Background: an optimization exercise with open tools, aiming at small area, a short achievable clock period and few clock cycles per item. Do not read the settings as production practice. Function not checked in this run: the RTL went through the layout flow alone.

`design/flow/config.mk`:
```
export PLATFORM = sky130hd
export DESIGN_NAME = cph_aes
export DESIGN_NICKNAME = cph_aes
export VERILOG_FILES = /design/flow/design.v
export SDC_FILE = /design/flow/constraint.sdc
export NUM_CORES = 8
export LEC_CHECK = 0
export CAP_MARGIN = 20
export CORE_MARGIN = 2
export CORE_UTILIZATION = 45
export PLACE_DENSITY = 0.6
export SETUP_SLACK_MARGIN = 4.5
export SLEW_MARGIN = 20
export SYNTH_HIERARCHICAL = 1
export SYNTH_MINIMUM_KEEP_SIZE = 0
```
`design/flow/constraint.sdc`:
```
create_clock -name core_clock -period 8.0 [get_ports {clk}]
set_input_delay 1.6000 -clock core_clock [delete_from_list [all_inputs] [get_ports {clk}]]
set_output_delay 1.6000 -clock core_clock [all_outputs]
set_load 0.01 [all_outputs]
```
`design/flow/design.v`:
```
module g_xor2  (input wire a, input wire b, output wire y); assign y = a ^ b;    endmodule
module g_xnor2 (input wire a, input wire b, output wire y); assign y = ~(a ^ b); endmodule
module g_nand2 (input wire a, input wire b, output wire y); assign y = ~(a & b); endmodule
module g_nor2  (input wire a, input wire b, output wire y); assign y = ~(a | b); endmodule
module g_mux2i (input wire a, input wire b, input wire s, output wire y); assign y = ~(s ? b : a); endmodule
module aes_sbox_hi (
    input  wire [7:0]  a,
    output wire [19:0] m
);
    wire U0 = a[7], U1 = a[6], U2 = a[5], U3 = a[4], U4 = a[3], U5 = a[2], U6 = a[1], U7 = a[0];
    wire T1, T2, T3, T4, T5, T6, T7, T8, T9, T10, T11, T12, T13, T14, T15, T16, T17, T18, T19, T20, T21, T22, T23, T24, T25, T26, T27, M1, M2, M3, M4, M5, M6, M7, M8, M9, M10, M11, M12, M13, M14, M15, M16, M17, M18, M19, M20, M21, M22, M23, M24, M25, M26, M27, M28, M29, M30, M31, M32, M33, M34, M35, M36, M37, M38, M39, M40, M41, M42, M43, M44, M45, M46, M47, M48, M49, M50, M51, M52, M54, M55, M56, M57, M58, M59, M60, M61, M63, L1, L8, L12;
    g_xor2 u0 (.a(U0), .b(U3), .y(T1));
    g_xor2 u1 (.a(U0), .b(U5), .y(T2));
    g_xor2 u2 (.a(U0), .b(U6), .y(T3));
    g_xor2 u3 (.a(U3), .b(U5), .y(T4));
    g_xor2 u4 (.a(U4), .b(U6), .y(T5));
    g_xor2 u5 (.a(T1), .b(T5), .y(T6));
    g_xor2 u6 (.a(U1), .b(U2), .y(T7));
    g_xor2 u7 (.a(U7), .b(T6), .y(T8));
    g_xor2 u8 (.a(U7), .b(T7), .y(T9));
    g_xor2 u9 (.a(T6), .b(T7), .y(T10));
    g_xor2 u10 (.a(U1), .b(U5), .y(T11));
    g_xor2 u11 (.a(U2), .b(U5), .y(T12));
    g_xor2 u12 (.a(T3), .b(T4), .y(T13));
    g_xor2 u13 (.a(T6), .b(T11), .y(T14));
    g_xor2 u14 (.a(T5), .b(T11), .y(T15));
    g_xor2 u15 (.a(T5), .b(T12), .y(T16));
    g_xor2 u16 (.a(T9), .b(T16), .y(T17));
    g_xor2 u17 (.a(U3), .b(U7), .y(T18));
    g_xor2 u18 (.a(T7), .b(T18), .y(T19));
    g_xor2 u19 (.a(T1), .b(T19), .y(T20));
    g_xor2 u20 (.a(U6), .b(U7), .y(T21));
    g_xor2 u21 (.a(T7), .b(T21), .y(T22));
    g_xor2 u22 (.a(T2), .b(T22), .y(T23));
    g_xor2 u23 (.a(T2), .b(T10), .y(T24));
    g_xor2 u24 (.a(T20), .b(T17), .y(T25));
    g_xor2 u25 (.a(T3), .b(T16), .y(T26));
    g_xor2 u26 (.a(T1), .b(T12), .y(T27));
    g_nand2 u27 (.a(T13), .b(T6), .y(M1));
    g_nand2 u28 (.a(T23), .b(T8), .y(M2));
    g_xnor2 u29 (.a(T14), .b(M1), .y(M3));
    g_nand2 u30 (.a(T19), .b(U7), .y(M4));
    g_xor2 u31 (.a(M4), .b(M1), .y(M5));
    g_nand2 u32 (.a(T3), .b(T16), .y(M6));
    g_nand2 u33 (.a(T22), .b(T9), .y(M7));
    g_xnor2 u34 (.a(T26), .b(M6), .y(M8));
    g_nand2 u35 (.a(T20), .b(T17), .y(M9));
    g_xor2 u36 (.a(M9), .b(M6), .y(M10));
    g_nand2 u37 (.a(T1), .b(T15), .y(M11));
    g_nand2 u38 (.a(T4), .b(T27), .y(M12));
    g_xor2 u39 (.a(M12), .b(M11), .y(M13));
    g_nand2 u40 (.a(T2), .b(T10), .y(M14));
    g_xor2 u41 (.a(M14), .b(M11), .y(M15));
    g_xnor2 u42 (.a(M3), .b(M2), .y(M16));
    g_xor2 u43 (.a(M5), .b(T24), .y(M17));
    g_xnor2 u44 (.a(M8), .b(M7), .y(M18));
    g_xor2 u45 (.a(M10), .b(M15), .y(M19));
    g_xor2 u46 (.a(M16), .b(M13), .y(M20));
    g_xor2 u47 (.a(M17), .b(M15), .y(M21));
    g_xor2 u48 (.a(M18), .b(M13), .y(M22));
    g_xor2 u49 (.a(M19), .b(T25), .y(M23));
    g_xnor2 u50 (.a(M22), .b(M23), .y(M24));
    g_nand2 u51 (.a(M22), .b(M20), .y(M25));
    g_xor2 u52 (.a(M21), .b(M25), .y(M26));
    g_xnor2 u53 (.a(M20), .b(M21), .y(M27));
    g_xor2 u54 (.a(M23), .b(M25), .y(M28));
    g_nor2 u55 (.a(M28), .b(M27), .y(M29));
    g_nor2 u56 (.a(M26), .b(M24), .y(M30));
    g_nand2 u57 (.a(M20), .b(M23), .y(M31));
    g_nor2 u58 (.a(M27), .b(M31), .y(M32));
    g_xor2 u59 (.a(M27), .b(M25), .y(M33));
    g_nand2 u60 (.a(M21), .b(M22), .y(M34));
    g_nor2 u61 (.a(M24), .b(M34), .y(M35));
    g_xor2 u62 (.a(M24), .b(M25), .y(M36));
    g_xor2 u63 (.a(M21), .b(M29), .y(M37));
    g_xor2 u64 (.a(M32), .b(M33), .y(M38));
    g_xor2 u65 (.a(M23), .b(M30), .y(M39));
    g_xor2 u66 (.a(M35), .b(M36), .y(M40));
    g_xor2 u67 (.a(M38), .b(M40), .y(M41));
    g_xor2 u68 (.a(M37), .b(M39), .y(M42));
    g_xor2 u69 (.a(M37), .b(M38), .y(M43));
    g_xor2 u70 (.a(M39), .b(M40), .y(M44));
    g_xor2 u71 (.a(M42), .b(M41), .y(M45));
    g_nand2 u72 (.a(M44), .b(T6), .y(M46));
    g_nand2 u73 (.a(M40), .b(T8), .y(M47));
    g_nand2 u74 (.a(M39), .b(U7), .y(M48));
    g_nand2 u75 (.a(M43), .b(T16), .y(M49));
    g_nand2 u76 (.a(M38), .b(T9), .y(M50));
    g_nand2 u77 (.a(M37), .b(T17), .y(M51));
    g_nand2 u78 (.a(M42), .b(T15), .y(M52));
    g_nand2 u79 (.a(M41), .b(T10), .y(M54));
    g_nand2 u80 (.a(M44), .b(T13), .y(M55));
    g_nand2 u81 (.a(M40), .b(T23), .y(M56));
    g_nand2 u82 (.a(M39), .b(T19), .y(M57));
    g_nand2 u83 (.a(M43), .b(T3), .y(M58));
    g_nand2 u84 (.a(M38), .b(T22), .y(M59));
    g_nand2 u85 (.a(M37), .b(T20), .y(M60));
    g_nand2 u86 (.a(M42), .b(T1), .y(M61));
    g_nand2 u87 (.a(M41), .b(T2), .y(M63));
    g_xor2 u88 (.a(M50), .b(M56), .y(L1));
    g_xor2 u89 (.a(M51), .b(M59), .y(L8));
    g_xor2 u90 (.a(M48), .b(M51), .y(L12));
    assign m = {L12, M63, L8, M57, M56, L1, M50, M60, M52, M49, M58, M54, M55, M47, M48, M46, M61, T4, T27, M45};
endmodule
module aes_sbox_lo (
    input  wire [19:0] m,
    output wire [7:0]  y
);
    wire M45 = m[0], T27 = m[1], T4 = m[2], M61 = m[3], M46 = m[4], M48 = m[5], M47 = m[6], M55 = m[7], M54 = m[8], M58 = m[9], M49 = m[10], M52 = m[11], M60 = m[12], M50 = m[13], L1 = m[14], M56 = m[15], M57 = m[16], L8 = m[17], M63 = m[18], L12 = m[19];
    wire M53, M62, L0, L2, L3, L4, L5, L6, L7, L9, L10, L11, L13, L14, L15, L16, L17, L18, L19, L20, L21, L22, L23, L24, L25, L26, L27, L28, L29;
    g_nand2 u0 (.a(M45), .b(T27), .y(M53));
    g_nand2 u1 (.a(M45), .b(T4), .y(M62));
    g_xor2 u2 (.a(M61), .b(M62), .y(L0));
    g_xor2 u3 (.a(M46), .b(M48), .y(L2));
    g_xor2 u4 (.a(M47), .b(M55), .y(L3));
    g_xor2 u5 (.a(M54), .b(M58), .y(L4));
    g_xor2 u6 (.a(M49), .b(M61), .y(L5));
    g_xnor2 u7 (.a(M62), .b(L5), .y(L6));
    g_xnor2 u8 (.a(M46), .b(L3), .y(L7));
    g_xor2 u9 (.a(M52), .b(M53), .y(L9));
    g_xnor2 u10 (.a(M53), .b(L4), .y(L10));
    g_xnor2 u11 (.a(M60), .b(L2), .y(L11));
    g_xnor2 u12 (.a(M50), .b(L0), .y(L13));
    g_xor2 u13 (.a(M52), .b(M61), .y(L14));
    g_xnor2 u14 (.a(M55), .b(L1), .y(L15));
    g_xnor2 u15 (.a(M56), .b(L0), .y(L16));
    g_xnor2 u16 (.a(M57), .b(L1), .y(L17));
    g_xnor2 u17 (.a(M58), .b(L8), .y(L18));
    g_xnor2 u18 (.a(M63), .b(L4), .y(L19));
    g_xor2 u19 (.a(L0), .b(L1), .y(L20));
    g_xor2 u20 (.a(L1), .b(L7), .y(L21));
    g_xor2 u21 (.a(L3), .b(L12), .y(L22));
    g_xor2 u22 (.a(L18), .b(L2), .y(L23));
    g_xor2 u23 (.a(L15), .b(L9), .y(L24));
    g_xor2 u24 (.a(L6), .b(L10), .y(L25));
    g_xor2 u25 (.a(L7), .b(L9), .y(L26));
    g_xor2 u26 (.a(L8), .b(L10), .y(L27));
    g_xor2 u27 (.a(L11), .b(L14), .y(L28));
    g_xor2 u28 (.a(L11), .b(L17), .y(L29));
    g_xor2 u29 (.a(L6), .b(L24), .y(y[7]));
    g_xnor2 u30 (.a(L16), .b(L26), .y(y[6]));
    g_xnor2 u31 (.a(L19), .b(L28), .y(y[5]));
    g_xor2 u32 (.a(L6), .b(L21), .y(y[4]));
    g_xor2 u33 (.a(L20), .b(L22), .y(y[3]));
    g_xor2 u34 (.a(L25), .b(L29), .y(y[2]));
    g_xnor2 u35 (.a(L13), .b(L27), .y(y[1]));
    g_xnor2 u36 (.a(L6), .b(L23), .y(y[0]));
endmodule
module aes_mixcol (
    input  wire [31:0] c,      
    input  wire        en,
    output wire [31:0] g
);
    wire [7:0] s [0:3];
    assign s[0] = c[31:24]; assign s[1] = c[23:16]; assign s[2] = c[15:8]; assign s[3] = c[7:0];
    wire [7:0] p [0:3];        
    wire [7:0] x [0:3];        
    wire [7:0] t;              
    wire [7:0] u [0:3];        
    genvar i, b;
    generate
        for (i = 0; i < 4; i = i + 1) begin : g_col
            for (b = 0; b < 8; b = b + 1) begin : g_bit
                g_xor2 u_p (.a(s[i][b]), .b(s[(i+1)%4][b]), .y(p[i][b]));
                if (b == 1 || b == 3 || b == 4) begin : g_red
                    g_xor2 u_x (.a(p[i][b-1]), .b(p[i][7]), .y(x[i][b]));
                end else if (b == 0) begin : g_b0
                    assign x[i][0] = p[i][7];
                end else begin : g_sh
                    assign x[i][b] = p[i][b-1];
                end
                g_xor2  u_u (.a(t[b]), .b(x[i][b]), .y(u[i][b]));
                g_nand2 u_g (.a(en), .b(u[i][b]), .y(g[31 - 8*i - 7 + b]));
            end
        end
        for (b = 0; b < 8; b = b + 1) begin : g_t
            g_xor2 u_t (.a(p[0][b]), .b(p[2][b]), .y(t[b]));
        end
    endgenerate
endmodule
module cph_aes (
    input  wire         clk,
    input  wire         rst,          
    input  wire         in_valid,
    output wire         in_ready,
    input  wire [255:0] in_key,       
    input  wire [127:0] in_block,     
    output reg          out_valid,
    output wire [127:0] out_block     
);
    reg          s_busy;
    reg  [3:0]   s_round;             
    reg  [127:0] st;                  
    reg  [127:0] qa;                  
    reg  [127:0] qb;                  
    reg          p_busy;
    reg  [3:0]   p_round;             
    reg  [319:0] pm;                  
    reg  [127:0] ra, rb;              
    reg  [79:0] rm;                  
    wire load = !p_busy;
    assign in_ready  = load;
    assign out_block = st;
    genvar g;
    wire [319:0] pm_d;
    wire [79:0] rm_d;
    generate
        for (g = 0; g < 16; g = g + 1) begin : g_sbh
            aes_sbox_hi u_sb (.a(st[127 - 8*g -: 8]), .m(pm_d[319 - 20*g -: 20]));
        end
        for (g = 0; g < 4; g = g + 1) begin : g_ksbh
            aes_sbox_hi u_ksb (.a(qb[31 - 8*g -: 8]), .m(rm_d[79 - 20*g -: 20]));
        end
    endgenerate
    wire [127:0] sub;
    generate
        for (g = 0; g < 16; g = g + 1) begin : g_sbl
            aes_sbox_lo u_sb (.m(pm[319 - 20*g -: 20]), .y(sub[127 - 8*g -: 8]));
        end
    endgenerate
    wire [127:0] shf;
    generate
        for (g = 0; g < 16; g = g + 1) begin : g_sr
            assign shf[127 - 8*g -: 8] = sub[127 - 8*((g + 4*(g % 4)) % 16) -: 8];
        end
    endgenerate
    wire p_last = (p_round == 4'd14);
    wire mc_en  = !p_last && !load;
    wire [127:0] mg;           
    generate
        for (g = 0; g < 4; g = g + 1) begin : g_mc
            aes_mixcol u_mc (.c(shf[127 - 32*g -: 32]), .en(mc_en), .g(mg[127 - 32*g -: 32]));
        end
    endgenerate
    wire [127:0] rk_n, dat_n, rnd_out;
    generate
        for (g = 0; g < 128; g = g + 1) begin : g_ark
            wire x;
            g_mux2i u_k (.a(rb[g]),  .b(in_key[128 + g]), .s(load), .y(rk_n[g]));
            g_mux2i u_d (.a(shf[g]), .b(in_block[g]),     .s(load), .y(dat_n[g]));
            g_xor2  u_x (.a(dat_n[g]), .b(rk_n[g]), .y(x));
            g_xnor2 u_m (.a(x), .b(mg[g]), .y(rnd_out[g]));
        end
    endgenerate
    wire [31:0] ksub;
    generate
        for (g = 0; g < 4; g = g + 1) begin : g_ksbl
            aes_sbox_lo u_ksb (.m(rm[79 - 20*g -: 20]), .y(ksub[31 - 8*g -: 8]));
        end
    endgenerate
    reg [7:0] rcon;
    always @(*) begin
        case (p_round[3:1])
            3'd0:    rcon = 8'h01;
            3'd1:    rcon = 8'h02;
            3'd2:    rcon = 8'h04;
            3'd3:    rcon = 8'h08;
            3'd4:    rcon = 8'h10;
            3'd5:    rcon = 8'h20;
            3'd6:    rcon = 8'h40;
            default: rcon = 8'h80;
        endcase
    end
    wire [31:0] t = p_round[0] ? ({ksub[23:0], ksub[31:24]} ^ {rcon, 24'h0}) : ksub;
    wire [31:0] b0 = ra[127:96], b1 = ra[95:64], b2 = ra[63:32], b3 = ra[31:0];
    wire [31:0] c1, c2, c3, n0, n1, n2, n3;
    generate
        for (g = 0; g < 32; g = g + 1) begin : g_ks
            g_xor2  u_p1 (.a(b0[g]), .b(b1[g]), .y(c1[g]));     
            g_xor2  u_p2 (.a(c1[g]), .b(b2[g]), .y(c2[g]));     
            g_xor2  u_p3 (.a(c2[g]), .b(b3[g]), .y(c3[g]));     
            g_xnor2 u_n0 (.a(b0[g]), .b(t[g]),  .y(n0[g]));
            g_xor2  u_n1 (.a(c1[g]), .b(t[g]),  .y(n1[g]));
            g_xnor2 u_n2 (.a(c2[g]), .b(t[g]),  .y(n2[g]));
            g_xor2  u_n3 (.a(c3[g]), .b(t[g]),  .y(n3[g]));
        end
    endgenerate
    always @(posedge clk) begin
        if (rst) begin
            s_busy    <= 1'b0;
            p_busy    <= 1'b0;
            out_valid <= 1'b0;
            s_round   <= 4'd1;
            p_round   <= 4'd1;
        end else begin
            p_busy    <= s_busy;
            p_round   <= s_round;
            out_valid <= p_busy && p_last;
            if (load) begin
                s_busy  <= in_valid;
                s_round <= 4'd1;
            end else begin
                s_busy  <= !p_last;
                s_round <= p_round + 4'd1;
            end
        end
    end
    always @(posedge clk) begin
        pm <= pm_d;
        ra <= qa;
        rb <= qb;
        rm <= rm_d;
        st <= rnd_out;
        qa <= rk_n;
        qb <= load ? in_key[127:0] : {n0, n1, n2, n3};
    end
endmodule
```
`design/flow/flow/run.sh`:
```
#!/bin/bash
# The standard layout, except that the port buffers are plain
# sky130_fd_sc_hd__buf_1 cells rather than the delay cells buffer_ports picks.
set -euo pipefail
bash standard.sh "BUFFER_PORTS_ARGS=-buffer_cell sky130_fd_sc_hd__buf_1" finish > standard_flow.log 2>&1
```
`design/flow/standard.sh`:
```
#!/bin/bash
# synth_recipe.tcl (not shown) runs the flow's synth.tcl, then flattens the netlist and writes it again
# the make line also repeats each setting of config.mk as NAME=value (left out here)
make -C /OpenROAD-flow-scripts/flow DESIGN_CONFIG=/design/flow/config.mk WORK_HOME=/design/flow/orfs CLKGATE_MAP_FILE= SYNTH_SCRIPT=/design/flow/synth_recipe.tcl "${@:-finish}"
```
==> impl_metrics.toml <==
[cells_and_area]
syn2layout_area_growth_pct = 20.9
finalInstanceArea_um2 = 67500
postLayoutCoreUtil = 0.547
final_nets = 6245
multi_input_area_um2 = 36500
fillers = 10800
drive_above_1_share = 0.205
instances_no_fill = 7593
layout.area.seq_um2 = 21200

[clocking]
cts.clk_slew.worst_paths_ns = 0.06
cts_buffer_depth = 3
postCtsHoldBufs = 0
root_buffer = "clkbuf_16"
cts.sinks = 1051
htreeDepth = 3
cts_made_buffers = 114
cts_tree = "built"
clk_latency_ns = 0.72

[placement]
placed_area_um2 = 57200
globalplace.congestion = 0.947
dp_hpwl_um = 143000
dpl_worst_slack_ns = 3.98
port_buffers = 516
dp.cells = 7196

[detailed_routing]
drc_errors = 0
first_iter_violations = 2291
wl_um = 178000
drtPass1Iterations = 5
routedWlPerCell_um = 23.5
drtAntennaViolNets = 0
via_per_inst = 4.69
dr_total_vias = 35600

[sta]
max_freq_mhz = 289
hold_ws_ns = 0.317
worst_pin_slew_ns = 1.18
slew_violations = 0
min_period_ns = 3.46
tns_ns = 0
finalHoldViolCount = 0
fin_crit_sh = 0.432
relSlewSlack = 0.192
setup_slack_ns = 4.54
clock_skew_ns = 0.0285
rsz0062_at_grt = "true"
setup_viol = 0

[critical_path]
r2r_slack_ns = 4.54
crit_type = "flip-flop to flip-flop"
cp_data_required_time_ns = 8.55
crit_path_max_fanout = 4
worstSetupEndpointType = "flip-flop"
cp-start-kind = "flip-flop"
arrival_ns = 4.01

[synth]
syn_area_um2 = 55800
synth_common_cells = "xor2_1 (2109), dfxtp_1 (1051), nand2_1 (728)"
yosys.area.top_type = "dfxtp_1"
yosys_warnings = 8
synth_ff_type = "dfxtp_1"
synth_area_per_cell_um2 = 10.3
synthTopCellsByArea = "dfxtp_1 (38%), xor2_1 (33%), xnor2_1 (9.4%)"
async_flop_share = 0
synth_most_common_cell = "xor2_1"
seq_area_frac_synth = 0.377
synth_edf_count = 0
synth_nets = 5829
synth_top_cell_area_share = 0.377
yosys_register_bits = 1051
yosysUniqueCellTypes = 25
syn_inst = 5440

[floorplanning]
dieArea_um2 = 127000
dieWidth_um = 356
die_y_um = 356
io_pins = 517
start_util = 0.452
core_um2 = 123000
rows = 129

[flow_run]
drv_cap = 0

[grt]
grt_start_max_net_pins = 108
grt_pass1_vias = 35600
groute.usage.overall = 0.269
grt_overflow_total = 0
antenna_found_initial = 22
grt_pass1_wl_um = 245000

[worst_hold_path]
min_path_type = "flip-flop to flip-flop"

[run_status]
status = "timing/DRC/antenna clean"
## timing repair
item	4_1_cts	5_1_grt
pin swaps	65	147
cloned	0	0
gates resized for setup	338	384
endpoints found under the setup margin	335	294
setup buffers	34	147
## modules after synthesis, one instance, submodules excluded, a selection
module	times used	cells inside	cell area (um2)	flip-flops and latches
aes_sbox_hi	20	20	150	0
g_nor2	80	1	3.75	0
g_xor2	2104	1	8.76	0
g_xnor2	592	1	8.76	0
cph_aes	1	1280	23600	1051
g_mux2i	256	1	10.0	0
g_nand2	728	1	3.75	0
## worst max-delay path: stages (launching register included)
cell and delay (ns):
dfxtp_1 0.37, xor2_1 0.27, xnor2_1 0.19, xor2_1 0.20, xnor2_1 0.65, xor2_1 0.32
xor2_1 0.53, xor2_1 0.20, nand2_1 0.11, xnor2_2 0.46
## registers in the layout (all words and copies together) (netlist names)
name and flops:
p_busy 1, s_round 4, s_busy 1, p_round 4, rb 128, out_valid 1, ra 128, rm 80
pm 320, st 128, qa 128, qb 128
## cells in the final DEF (no fill, tap or decap), types with 6 or more instances in the layout
cell,count
buf_1,515
buf_12,14
buf_4,191
bufinv_16,15
clkbuf_1,19
clkbuf_16,114
clkbuf_8,22
clkinv_2,17
clkinv_4,6
clkinvlp_4,9
dfxtp_1,910
dfxtp_2,131
dfxtp_4,10
inv_6,6
mux2_2,65
mux2_4,87
mux2i_1,251
mux2i_2,6
nand2_1,722
nand2_2,6
nor2_1,93
xnor2_1,571
xnor2_2,26
xor2_1,1631
xor2_2,385
xor2_4,93
## worst paths after layout
kind / start / end / cells after the start
worst max register to register: pm[289] / st[1] / 9
worst max-delay path: pm[289] / st[1] / 9
worst min register to register: qa[58] / ra[58] / 0
worst min-delay path: qa[58] / ra[58] / 0
## routing by layer
metal | global-route usage | share of wire | routed length, um | vias to the layer above
li1 | - | - | - | 17000
met1 | 0.371 | 0.45 | 80500 | 17400
met2 | 0.434 | 0.46 | 82400 | 988
met3 | 0.0342 | 0.051 | 9060 | 236
met4 | 0.0915 | 0.035 | 6250 | 2
met5 | 0 | 0.000073 | 13 | -
## kinds of logic after synthesis
group | share of synthesized area
simple gates | 0.0576
xor+xnor | 0.424
buf+inv | 0.0574
compound gates | 0.000717
mux | 0.0826
flops | 0.377
fa+ha+maj | 0.000448
## cell type report
class | count | area share
clock buffers | 155 | 0.0478
clock inverters | 57 | 0.0119
flip-flops and latches | 1051 | 0.315
multi-input cells | 3964 | 0.540
repair buffers | 723 | 0.0545
inverters | 2 | 0.000167
diodes | 4 | 0.000148
well taps | 1637 | 0.0303

## afterwards: timing with drivers on the ports
The flow's constraints put no driver on any port. The routed layout listed below was extracted and timed again, unchanged, in two steps. Step 1 assumes that a clkbuf_16 drives the clock port and a buf_2 every other input. Step 2 adds t to the input delays and takes it off the output delays; t is the mean of the earliest and latest rising clock arrival at the registers after step 1. Input paths then give back, and output paths get back, about the clock's delay inside the block. Three values: no drivers, after step 1, after step 2; two values: the first two.
t, ns: 0.786
setup WS [ns]: 4.541 / 4.541 / 4.541
hold slack, ns: 0.317 / 0.317 / 0.317
cell pins on the clock port's net: 1
After both steps setup and hold are still met in this run. The setup slack of this run moves by 0.000 ns with the drivers and by 0.000 ns with both steps.
